From an optimization exercise on the open Yosys and OpenROAD flow, aimed at small area, a short achievable clock period and few clock cycles per item; shortcuts taken in it are not production practice.
Only simulation tests tie the RTL to the original design; equivalence was not proved.

==> flow/design.v (outline; a module is shown in full before it is edited, if it fits) <==
// module pu24_alu: 3678 lines
module pu24_alu (
    input  wire        clk,
    input  wire        rst,
    input  wire        in_valid,
    output wire        in_ready,
    input  wire [1:0]  in_op,
    input  wire [31:0] in_a,
    input  wire [31:0] in_b,
    output reg         out_valid,
    output wire [31:0] out_word,
    output wire [3:0]  out_res,
    output reg         out_div0
);
  // ...
==> flow/flow/run.sh <==
#!/bin/bash
# Layout: the standard flow (standard.sh: standard synthesis, floorplan,
# placement, CTS, routing, finish) unchanged, except that the resizer's
# repair_timing is asked for a larger setup margin, so that it keeps sizing
# and buffering the critical paths well below the clock period. The SDC and
# every other setting are the standard flow's. make's output goes to flow_make.log here;
# ORFS keeps each step's log under orfs/logs/.
set -euo pipefail
MARGIN=$(cat flow/margin.txt)
bash standard.sh SETUP_SLACK_MARGIN="$MARGIN" finish > flow_make.log 2>&1
==> flow/flow/margin.txt <==
9.5
==> flow/standard.sh <==
#!/bin/bash
# synth_recipe.tcl (not shown) runs the flow's synth.tcl, then flattens the netlist and writes it again
# the make line also repeats each setting of config.mk as NAME=value (left out here)
make -C /OpenROAD-flow-scripts/flow DESIGN_CONFIG=/design/flow/config.mk WORK_HOME=/design/flow/orfs CLKGATE_MAP_FILE= SYNTH_SCRIPT=/design/flow/synth_recipe.tcl "${@:-finish}"
==> flow/config.mk <==
export PLATFORM = sky130hd
export DESIGN_NAME = pu24_alu
export DESIGN_NICKNAME = pu24_alu
export VERILOG_FILES = /design/flow/design.v
export SDC_FILE = /design/flow/constraint.sdc
export NUM_CORES = 4
export LEC_CHECK = 0
export CAP_MARGIN = 20
export CORE_MARGIN = 2
export CORE_UTILIZATION = 40
export SLEW_MARGIN = 20
==> flow/constraint.sdc <==
create_clock -name core_clock -period 20.0 [get_ports {clk}]
set_input_delay 4.0000 -clock core_clock [delete_from_list [all_inputs] [get_ports {clk}]]
set_output_delay 4.0000 -clock core_clock [all_outputs]
set_load 0.01 [all_outputs]
==> impl_metrics.json, run 1 <==
{
  "slowest_stage": "fa_2",
  "m1WireLength_um": 80700,
  "crit_end": "out_word[29]",
  "outcome": "no timing/DRC/antenna violations",
  "wl_um": 201000,
  "post-synth-top-count-cell": "nand2_1",
  "multiInputGateArea_um2": 39400,
  "netlist_area_um2": 48900,
  "synthSimpleGateAreaFrac_pct": 17.6,
  "netlist.area_leader.share_pct": 23.1,
  "timing.fmax_mhz": 96.4,
  "dp.cells": 7743,
  "place_congestion": 1.03,
  "ys_top_cells_by_count": "nand2_1, xnor2_1, inv_1, o21ai_0, fa_1",
  "synthAdderAreaFrac_pct": 30.5,
  "final_common_cell": "nand2_1",
  "yosysWarnings": 1,
  "finalSetupViolations": 0,
  "io_buffers": 107,
  "synth-edff-count": 91,
  "dr.max_layer_used": "met5",
  "dieArea_um2": 125000,
  "dpl_worst_slack_ns": 8.87,
  "synth_top_family_by_area": "adder cells",
  "synth_fp_nets": 7302,
  "final_util_pct": 43.2,
  "worstSkewPairLatency_ns": 0.58,
  "slew-limit-headroom_pct": 26.4,
  "crit_chain": "ha_1 -> fa_2 -> a211oi_2 -> o211ai_1 -> a21oi_2 -> o21ai_2 -> fa_2 -> nor4b_2 -> nand4_1 -> or4_4 -> nor4_2 -> nand2_1 -> or4b_4 -> o41ai_4 -> nor4b_4 -> nand4bb_1 -> buf_4 -> nand2b_4 -> a21o_1 -> clkdlybuf4s50_1",
  "nClkBuffers": 29,
  "critical_path_arrival_ns": 6.37,
  "io_pins": 108
}
Testbench counts, summed over its fixed seeds: cycles 14,506, items 4,800.
==> inputs of run 2 (changes only) <==
==> flow/flow/margin.txt (replaced) <==
11
==> run 2 against run 1 <==
  * Still clean on timing, DRC and antenna
  * Utilization up 1.4 points
  * Die area unchanged
  * Clock-buffer cell count unchanged
  * Via count up 1.1%
  * Critical path type unchanged
  * Critical endpoint is now out_res[1]
==> impl_metrics.json, run 2 <==
{
  "dieArea_um2": 125000,
  "wl_per_cell_um": 26.0,
  "cts_htree_levels": 1,
  "ys_types": 107,
  "yosysWarnings": 1,
  "path_clk_slew_ns": 0.07,
  "place_congestion": 0.985,
  "critical_path_arrival_ns": 6.17,
  "grt_pass1_vias": 43800,
  "synth_fp_nets": 7302,
  "hp-class": "flop to flop",
  "track_usage_pct": 31.7,
  "hold_viol_final": 0,
  "yosysTopAreaCell": "fa_1",
  "cts_tree": "built",
  "tightest_slew_ns": 1.07,
  "period_needed_ns": 10.17,
  "start_util_pct": 40.2,
  "antenna_left": 0,
  "timing.fmax_mhz": 98.4,
  "cp_max_fo": 7,
  "layout_common_cells": "nand2_1, xnor2_1, inv_1",
  "post-synth-top-count-cell": "nand2_1",
  "dpl_worst_slack_ns": 8.56,
  "final_common_cell": "nand2_1",
  "layout-drive-gt1-share_pct": 10.0,
  "rsz0062_at_grt": "true",
  "r2r_slack_ns": 11.31,
  "syn_to_final_growth_pct": 10.9,
  "async_reset_ff_share_pct": 0,
  "route.detailed.drc": 0,
  "slew-limit-headroom_pct": 27.5,
  "ys.flop_type": "dfxtp_1",
  "worstReg2RegStart": "v_q[9]$_SDFFCE_PP0P_",
  "post-route-period-util_pct": 50.8,
  "die_width_um": 354,
  "crit_start": "v_q[27]$_SDFFCE_PP0P_",
  "numClockSinks": 229,
  "first_iter_violations": 5098,
  "root_buffer": "clkbuf_16",
  "netlist_top_cells_area": "fa_1, xnor2_1, nand2_1",
  "synth_seq_cells": 229,
  "worstSkewPairLatency_ns": 0.60,
  "fillerInstances": 12000,
  "yosysSeqAreaShare_pct": 11.2,
  "drv_cap": 0,
  "avgSynthCellArea_um2": 7.66,
  "grt_first_pass_wirelength_um": 297000,
  "grt_max_degree": 86,
  "report.final.slew_viol_count": 0,
  "final_nets": 7188,
  "skew_ns": 0.0262,
  "clockBufferDepth": 3,
  "worst_slack_ns": 9.83,
  "io_pins": 108,
  "synthCells": 6382,
  "cp.required_ns": 16.00,
  "top_regs": "acc (72), u_q (72), v_q (72)",
  "netlist_area_um2": 48900,
  "grt-ovfl-total": 0,
  "grt_antenna_before_repair": 4,
  "first_pass_iters": 8,
  "critPathLaunchType": "flop",
  "die_h_um": 354,
  "netlist.area_leader.share_pct": 23.1,
  "crit_type": "flop to output port",
  "min_from": "acc[26]$_SDFFE_PP0P_",
  "rows": 128,
  "finalSetupViolations": 0,
  "hpwl_um": 145000,
  "synth-edff-count": 91,
  "outcome": "no timing/DRC/antenna violations",
  "vias": 45900,
  "vias_per_cell": 5.80,
  "wl_um": 206000,
  "cts_buffers": 27,
  "worst_setup_path_end_kind": "output port",
  "core_area_um2": 122000,
  "ys_top_cells_by_count": "nand2_1, xnor2_1, inv_1, o21ai_0, fa_1",
  "fin_setup_tns_ns": 0,
  "io_buffers": 107
}
[run 2: repair_timing]
action / 4_1_cts / 5_1_grt
hold buffers: 0 / 0
gates resized for setup: 330 / 161
gates cloned: 4 / 4
pin swaps: 61 / 78
setup buffers: 79 / 45
endpoints found under the setup margin: 133 / 109
[run 2: per-layer routing]
metal / GRT usage [%] / up-vias / wire (µm)
met2: 48.8 / 2766 / 88900
met3: 6.77 / 565 / 23100
met5: 0 / - / 22
li1: - / 20500 / -
met4: 14.8 / 4 / 11400
met1: 42.5 / 22100 / 82500
[run 2: worst max-delay path, stage by stage (launching register included)]
cell and delay, ns:
edfxtp_1 0.56, inv_2 0.10, fa_2 0.38, inv_2 0.06, fa_1 0.43, fa_2 0.46, fa_2 0.35, fa_1 0.51
fa_1 0.45, ha_1 0.29, a21o_1 0.20, a21oi_4 0.24, xor2_4 0.11, buf_6 0.14, or2_4 0.24, nand2_2 0.07
nand2_2 0.06, a21oi_1 0.16, nor3_1 0.08, a211o_1 0.31, a31o_1 0.21, buf_2 0.13
[run 2: stage by stage]
step | hold WS (ns) | area [µm²] | utilization [%] | instances
5_1_grt | 0.473 | 54200 | 44.6 | 7914
3_3_place_gp | 0.437 | 50900 | 41.9 | 7732
3_5_place_dp | 0.442 | 50900 | 41.9 | 7732
4_1_cts | 0.457 | 53200 | 43.7 | 7865
6_report | 0.453 | 54200 | 44.6 | 7915
2_1_floorplan | 0.426 | 49000 | - | 6382
[run 2: cell type report]
cell class | instances | area [µm²] | area share, %
Sequential cell | 229 | 5530 | 10.2
Clock inverter | 21 | 169 | 0.312
Antenna cell | 1 | 2.50 | 0.00462
Timing Repair Buffer | 347 | 3300 | 6.09
Clock buffer | 29 | 683 | 1.26
Tap cell | 1625 | 2030 | 3.75
Inverter | 663 | 2530 | 4.66
Multi-Input combinational cell | 5000 | 40000 | 73.7
[run 2: kinds of logic (layout without fill, tap and decap cells)]
logic type	after synthesis	count (layout)	share of synthesized area [%]
muxes	70	70	1.51
DFF	229	229	11.2
xor gates and xnor gates	756	756	13.5
and+or+nand+nor	1986	1989	17.6
adders and majority gates	851	851	30.5
other	0	1	0
buffers and inverters	1156	1060	9.09
AOI/OAI and AO/OA	1334	1334	16.6
[run 2: worst paths after layout]
kind              cells past startpoint              endpoint
hold / removal                        2  acc[26]$_SDFFE_PP0P_
setup reg to reg                     38        u_q[0]$_DFF_P_
setup / recovery                     21            out_res[1]
hold reg to reg                       2  acc[26]$_SDFFE_PP0P_
==> inputs of run 3 (changes only) <==
--- a/flow/config.mk
+++ b/flow/config.mk
@@ -9,3 +9,4 @@
 export CORE_MARGIN = 2
-export CORE_UTILIZATION = 40
+export CORE_UTILIZATION = 60
+export PLACE_DENSITY = 0.72
 export SLEW_MARGIN = 20
==> run 3 against run 2 <==
  * Via count increased by 3.0%
  * Highest routed layer unchanged
  * Final cell count decreased by 7.3%
  * Utilization increased by 22 points
  * Global-route usage increased by 15 points
  * Die area decreased by 33%
  * Still clean
==> impl_metrics.json, run 3 <==
{
  "crit_type": "flop to output port",
  "place_congestion": 1.02,
  "hold_viol_final": 0,
  "grt_antenna_before_repair": 5,
  "vias_per_cell": 6.44,
  "fin_area_um2": 53700,
  "root_buffer": "clkbuf_16",
  "grt_pass1_vias": 45100,
  "ys.flop_type": "dfxtp_1",
  "start_util_pct": 60.7,
  "ys_top_cells_by_count": "nand2_1, xnor2_1, inv_1, o21ai_0, fa_1",
  "period_needed_ns": 10.14,
  "hold_ws_ns": 0.453,
  "post-route-period-util_pct": 50.7,
  "ys_types": 107,
  "dp.cells": 7165,
  "dieArea_um2": 83700,
  "placed_area_um2": 50200,
  "critical_path_arrival_ns": 6.14,
  "clockBufferDepth": 3,
  "slowest_delay_ns": 0.50,
  "final_util_pct": 66.7,
  "critPathLaunchType": "flop",
  "numClockSinks": 229,
  "grt_first_pass_wirelength_um": 289000,
  "layout-drive-gt1-share_pct": 9.87,
  "rows": 104,
  "io_pins": 108,
  "skew_ns": 0.0282,
  "syn_to_final_growth_pct": 9.85,
  "yosysSeqAreaShare_pct": 11.2,
  "grt-ovfl-total": 0,
  "final_nets": 7179,
  "synth-edff-count": 91,
  "wl_per_cell_um": 27.0,
  "cp.required_ns": 16.00,
  "fin_setup_tns_ns": 0,
  "netlist_area_um2": 48900,
  "grt_max_degree": 90,
  "path_clk_slew_ns": 0.06,
  "synth_fp_nets": 7302,
  "cp_max_fo": 5,
  "report.final.slew_viol_count": 0,
  "outcome": "no timing/DRC/antenna violations",
  "drv_cap": 0,
  "yosysWarnings": 1,
  "netlist.area_leader.share_pct": 23.1,
  "worstSkewPairLatency_ns": 0.58,
  "core_area_um2": 80500,
  "finalSetupViolations": 0,
  "die_width_um": 289,
  "cts_buffers": 26,
  "vias": 47300,
  "crit_chain": "inv_2 -> fa_1 -> fa_2 -> inv_2 -> fa_2 -> fa_2 -> fa_1 -> inv_2 -> fa_2 -> inv_2 -> ha_4 -> inv_2 -> fa_2 -> xor2_4 -> buf_12 -> inv_8 -> ha_4 -> a21oi_2 -> nor2_1 -> nor2_1 -> mux2i_1 -> mux2_4 -> a21o_1 -> buf_2",
  "slowest_stage": "fa_1",
  "first_pass_iters": 6,
  "tightest_slew_ns": 1.03,
  "route.detailed.drc": 0,
  "hp-class": "flop to flop",
  "top_regs": "acc (72), u_q (72), v_q (72)",
  "path_delay_family": "adder cells",
  "antenna_left": 0,
  "cts_htree_levels": 1,
  "layout_common_cells": "nand2_1, xnor2_1, inv_1",
  "rsz0062_at_grt": "true",
  "timing.fmax_mhz": 98.6,
  "final_common_cell": "nand2_1",
  "die_h_um": 289,
  "worst_setup_path_end_kind": "output port",
  "synthCells": 6382,
  "wl_um": 198000,
  "avgSynthCellArea_um2": 7.66,
  "async_reset_ff_share_pct": 0,
  "post-synth-top-count-cell": "nand2_1",
  "track_usage_pct": 46.4,
  "slew-limit-headroom_pct": 30.9,
  "synth_seq_cells": 229,
  "cp.buffers_inverters": 8,
  "first_iter_violations": 6162,
  "final_cell_count_no_fill": 7341,
  "cts_tree": "built",
  "yosysTopAreaCell": "fa_1",
  "io_buffers": 107,
  "netlist_top_cells_area": "fa_1, xnor2_1, nand2_1",
  "hpwl_um": 136000
}
run 3: cell types whose count changed in the layout (fill, tap and decap cells not counted), sizes merged:
| cell | delta |
|---|---|
| buf | -16 |
| bufbuf | +5 |
| bufinv | +4 |
| clkbuf | +6 |
| clkinv | -6 |
| diode | +1 |
| dlygate4sd2 | +1 |
| dlymetal6s2s | +1 |
| inv | -5 |
run 3: worst paths after layout:
check | startpoint | end | slack [ns] | depth (start not counted)
max | v_q[26]$_SDFFCE_PP0P_ | out_res[2] | 9.86 | 24
min | acc[46]$_SDFFE_PP0P_ | acc[46]$_SDFFE_PP0P_ | 0.45 | 2
max reg2reg | v_q[25]$_SDFFCE_PP0P_ | u_q[11]$_DFF_P_ | 11.18 | 39
min reg2reg | acc[46]$_SDFFE_PP0P_ | acc[46]$_SDFFE_PP0P_ | 0.45 | 2
run 3: kinds of logic (layout without fill, tap and decap cells):
logic type | after synthesis | after routing | share of synthesized area (%)
xor gates and xnor gates | 756 | 756 | 13.5
adders and majority gates | 851 | 851 | 30.5
AOI/OAI and AO/OA | 1334 | 1334 | 16.6
and+or+nand+nor | 1986 | 1989 | 17.6
buffers and inverters | 1156 | 1050 | 9.09
muxes | 70 | 70 | 1.51
other | 0 | 2 | 0
DFF | 229 | 229 | 11.2
run 3: area by class of cell:
class | instances | area [µm²]
Multi-Input combinational cell | 5000 | 39900
Fill cell | 6979 | 26900
Sequential cell | 229 | 5530
Timing Repair Buffer | 339 | 3380
Inverter | 663 | 2550
Tap cell | 1060 | 1330
Clock buffer | 34 | 743
Clock inverter | 14 | 219
Antenna cell | 2 | 5.00
run 3: worst min-delay path: stages, from the launching register on:
cell and delay, ns:
dfxtp_1 0.30, nand2_1 0.05, a21oi_1 0.05
run 3: what timing repair did:
item | 4_1_cts | 5_1_grt
resized for setup | 345 | 163
hold buffers | 0 | 0
setup endpoints to repair | 128 | 104
buffers inserted | 71 | 43
cloned | 9 | 3
pin swaps | 52 | 65
run 3: stage by stage:
stage	setup slack [ns]
after floorplan	10.86
after global placement	9.03
after detailed placement	8.89
after CTS	9.86
after global routing	9.74
final	9.86
run 3: per-layer routing:
metal	vias to the layer above	GRT usage, %	routed length, µm
met3	962	14.4	29600
met5	-	0	32
met4	4	26.3	14300
met2	3546	68.2	82200
li1	20500	-	-
met1	22300	60.6	72300
==> inputs of run 4 (changes only) <==
==> flow/run.sh (new file) <==
#!/bin/bash
# synth_recipe.tcl (not shown) runs the flow's synth.tcl, then flattens the netlist and writes it again
# the make line also repeats each setting of config.mk as NAME=value (left out here)
make -C /OpenROAD-flow-scripts/flow DESIGN_CONFIG=/design/flow/config.mk WORK_HOME=/design/flow/orfs CLKGATE_MAP_FILE= SYNTH_SCRIPT=/design/flow/synth_recipe.tcl finish
--- a/flow/config.mk
+++ b/flow/config.mk
@@ -9,4 +9,3 @@
 export CORE_MARGIN = 2
-export CORE_UTILIZATION = 60
-export PLACE_DENSITY = 0.72
+export CORE_UTILIZATION = 40
 export SLEW_MARGIN = 20
removed: flow/flow/run.sh
removed: flow/flow/margin.txt
removed: flow/standard.sh
==> run 4 against run 3 <==
  * Still clean on timing, DRC and antenna
  * Synthesized cell count unchanged
  * Flip-flop and latch count unchanged
  * Register-to-register slack worse by 2.4 ns
==> impl_metrics.json, run 4 <==
{
  "outcome": "no timing/DRC/antenna violations",
  "route.detailed.drc": 0,
  "ys.flop_type": "dfxtp_1",
  "antenna_left": 0,
  "slew-limit-headroom_pct": 25.3,
  "fillerInstances": 12200,
  "die_h_um": 354,
  "clockBufferDepth": 3,
  "synth_seq_cells": 229,
  "grt_max_degree": 86,
  "netlist_area_um2": 48900,
  "skew_ns": 0.0267,
  "top_regs": "acc (72), u_q (72), v_q (72)",
  "wl_per_cell_um": 25.6,
  "grt_first_pass_wirelength_um": 291000,
  "first_iter_violations": 5430,
  "syn_to_final_growth_pct": 6.01,
  "report.final.slew_viol_count": 0,
  "layout_common_cells": "nand2_1, xnor2_1, inv_1",
  "rsz0062_at_grt": "false",
  "finalSetupViolations": 0,
  "hold_buffers": 0,
  "vias": 45300,
  "rows": 128,
  "yosysTopAreaCell": "fa_1",
  "async_reset_ff_share_pct": 0,
  "hold_viol_final": 0,
  "ys_types": 107,
  "dieArea_um2": 125000,
  "synth-edff-count": 91,
  "io_pins": 108,
  "worstSkewPairLatency_ns": 0.58,
  "place_congestion": 1.03,
  "yosysWarnings": 1,
  "numClockSinks": 229,
  "tightest_slew_ns": 1.11,
  "io_buffers": 107,
  "final_common_cell": "nand2_1",
  "drv_cap": 0,
  "synth_fp_nets": 7302,
  "critical_path_arrival_ns": 7.38,
  "root_buffer": "clkbuf_16",
  "post-synth-top-count-cell": "nand2_1",
  "hp-class": "flop to flop",
  "core_area_um2": 122000,
  "crit_type": "flop to output port",
  "start_util_pct": 40.2,
  "grt-ovfl-total": 0,
  "fin_setup_tns_ns": 0,
  "period_needed_ns": 11.38,
  "cts_htree_levels": 1,
  "avgSynthCellArea_um2": 7.66,
  "vias_per_cell": 5.81,
  "critPathLaunchType": "flop",
  "layout-drive-gt1-share_pct": 5.03,
  "ys_top_cells_by_count": "nand2_1, xnor2_1, inv_1, o21ai_0, fa_1",
  "track_usage_pct": 31.0,
  "cts_resized": 0,
  "hpwl_um": 147000,
  "seqCellArea_um2": 5500,
  "cts_tree": "built",
  "timing.fmax_mhz": 87.9,
  "netlist.area_leader.share_pct": 23.1,
  "final_nets": 7064,
  "cp.required_ns": 16.00,
  "netlist_top_cells_area": "fa_1, xnor2_1, nand2_1",
  "multiInputGateArea_um2": 39000,
  "post-route-period-util_pct": 56.9,
  "wl_um": 200000,
  "die_width_um": 354,
  "yosysSeqAreaShare_pct": 11.2,
  "post-cts-setup-buffers": 0,
  "worst_setup_path_end_kind": "output port",
  "first_pass_iters": 6,
  "grt_antenna_before_repair": 14,
  "path_clk_slew_ns": 0.07,
  "grt_pass1_vias": 42800,
  "cp_max_fo": 13,
  "cts_buffers": 24,
  "synthCells": 6382
}
==> run 4: cell counts after synthesis <==
Identical to the previous run, type by type.
==> run 4: cell type report <==
class	instances	area share [%]
tap	1625	3.92
clock inverter	15	0.379
timing repair buffer	229	3.63
multi-input combinational	4997	75.3
antenna	7	0.0338
sequential	229	10.6
clock buffer	29	1.29
inverter	663	4.80
==> run 4: cells by family after synthesis <==
group | share of synthesized area, %
XOR/XNOR | 13.5
AO/OA/AOI/OAI | 16.6
flip-flops | 11.2
adder cells (fa/ha/maj) | 30.5
multiplexers | 1.51
buffers and inverters | 9.09
AND/OR/NAND/NOR | 17.6
==> run 4: final timing paths <==
| kind | from | endpoint | slack [ns] | depth (start not counted) |
|---|---|---|---|---|
| max | v_q[25]$_SDFFCE_PP0P_ | out_res[2] | 8.62 | 23 |
| min | acc[69]$_SDFFE_PP0P_ | acc[69]$_SDFFE_PP0P_ | 0.46 | 2 |
| max reg2reg | v_q[2]$_SDFFCE_PP0P_ | u_q[8]$_DFF_P_ | 8.76 | 36 |
| min reg2reg | acc[69]$_SDFFE_PP0P_ | acc[69]$_SDFFE_PP0P_ | 0.46 | 2 |
==> run 4: stage by stage <==
stage	hold WS, ns	utilization (%)	instance area (µm²)	instances	worst slack [ns]
after floorplan	0.426	-	48900	6382	10.50
after global placement	0.433	41.9	50900	7743	9.13
after detailed placement	0.441	41.9	50900	7743	8.87
after CTS	0.458	42.6	51800	7787	8.62
after global routing	0.472	42.6	51800	7788	7.96
final	0.458	42.6	51800	7794	8.62
==> run 4: worst max-delay path, cell delays in order (launching register included) <==
cell and delay, ns:
edfxtp_1 0.57, inv_1 0.12, fa_1 0.50, fa_1 0.41
fa_1 0.52, inv_1 0.05, fa_1 0.42, fa_1 0.50
inv_1 0.05, fa_1 0.37, inv_1 0.07, ha_1 0.16
inv_1 0.06, fa_1 0.37, xor2_1 0.71, inv_1 0.23
ha_1 0.36, a21oi_1 0.14, nor2_1 0.05, nor2_1 0.12
mux2i_1 0.08, mux2_2 0.27, a21o_1 0.17, clkdlybuf4s50_1 0.47
==> run 4: layer usage <==
metal / GRT usage (%) / wire, µm / share of wire, % / vias up
met2: 48.3 / 87000 / 44 / 2570
li1: - / - / - / 20200
met4: 13.9 / 10900 / 5.5 / 12
met5: 0 / 81 / 0.041 / -
met3: 5.50 / 21000 / 11 / 601
met1: 42.0 / 80600 / 40 / 21900

[separate check: timing with driven ports]
Ports are ideal in the flow. The routed layouts listed here were re-timed in OpenROAD.
Step 1 (the two cells are an assumption about what drives the block):
set clk [get_ports {clk}]
set_driving_cell -lib_cell sky130_fd_sc_hd__clkbuf_16 $clk
set_driving_cell -lib_cell sky130_fd_sc_hd__buf_2 [delete_from_list [all_inputs] $clk]
Step 2 also shifts input and output timing later by t, the mid clock arrival at the registers, as if the neighbouring blocks saw the same clock.
a / b / c = no drivers / after step 1 / after step 2; a / b = the first two.
run	t, ns	setup slack, ns	hold WS [ns]	worst register clock-pin slew, ns	cell pins on the clock port's net
run 1	0.621	9.631 / 9.571 / 9.191	0.456 / 0.456 / 0.456	0.07 / 0.07	1
run 2	0.661	9.835 / 9.764 / 10.425	0.453 / 0.453 / 0.453	0.08 / 0.08	1
run 3	0.637	9.863 / 9.794 / 10.430	0.453 / 0.453 / 0.453	0.07 / 0.07	1
run 4	0.619	8.621 / 8.566 / 8.759	0.458 / 0.458 / 0.458	0.07 / 0.07	1
After both steps setup and hold are still met in every run listed. For run 1, which loses most, drivers alone change the setup slack by -0.060 ns; drivers and shift together by -0.440 ns.
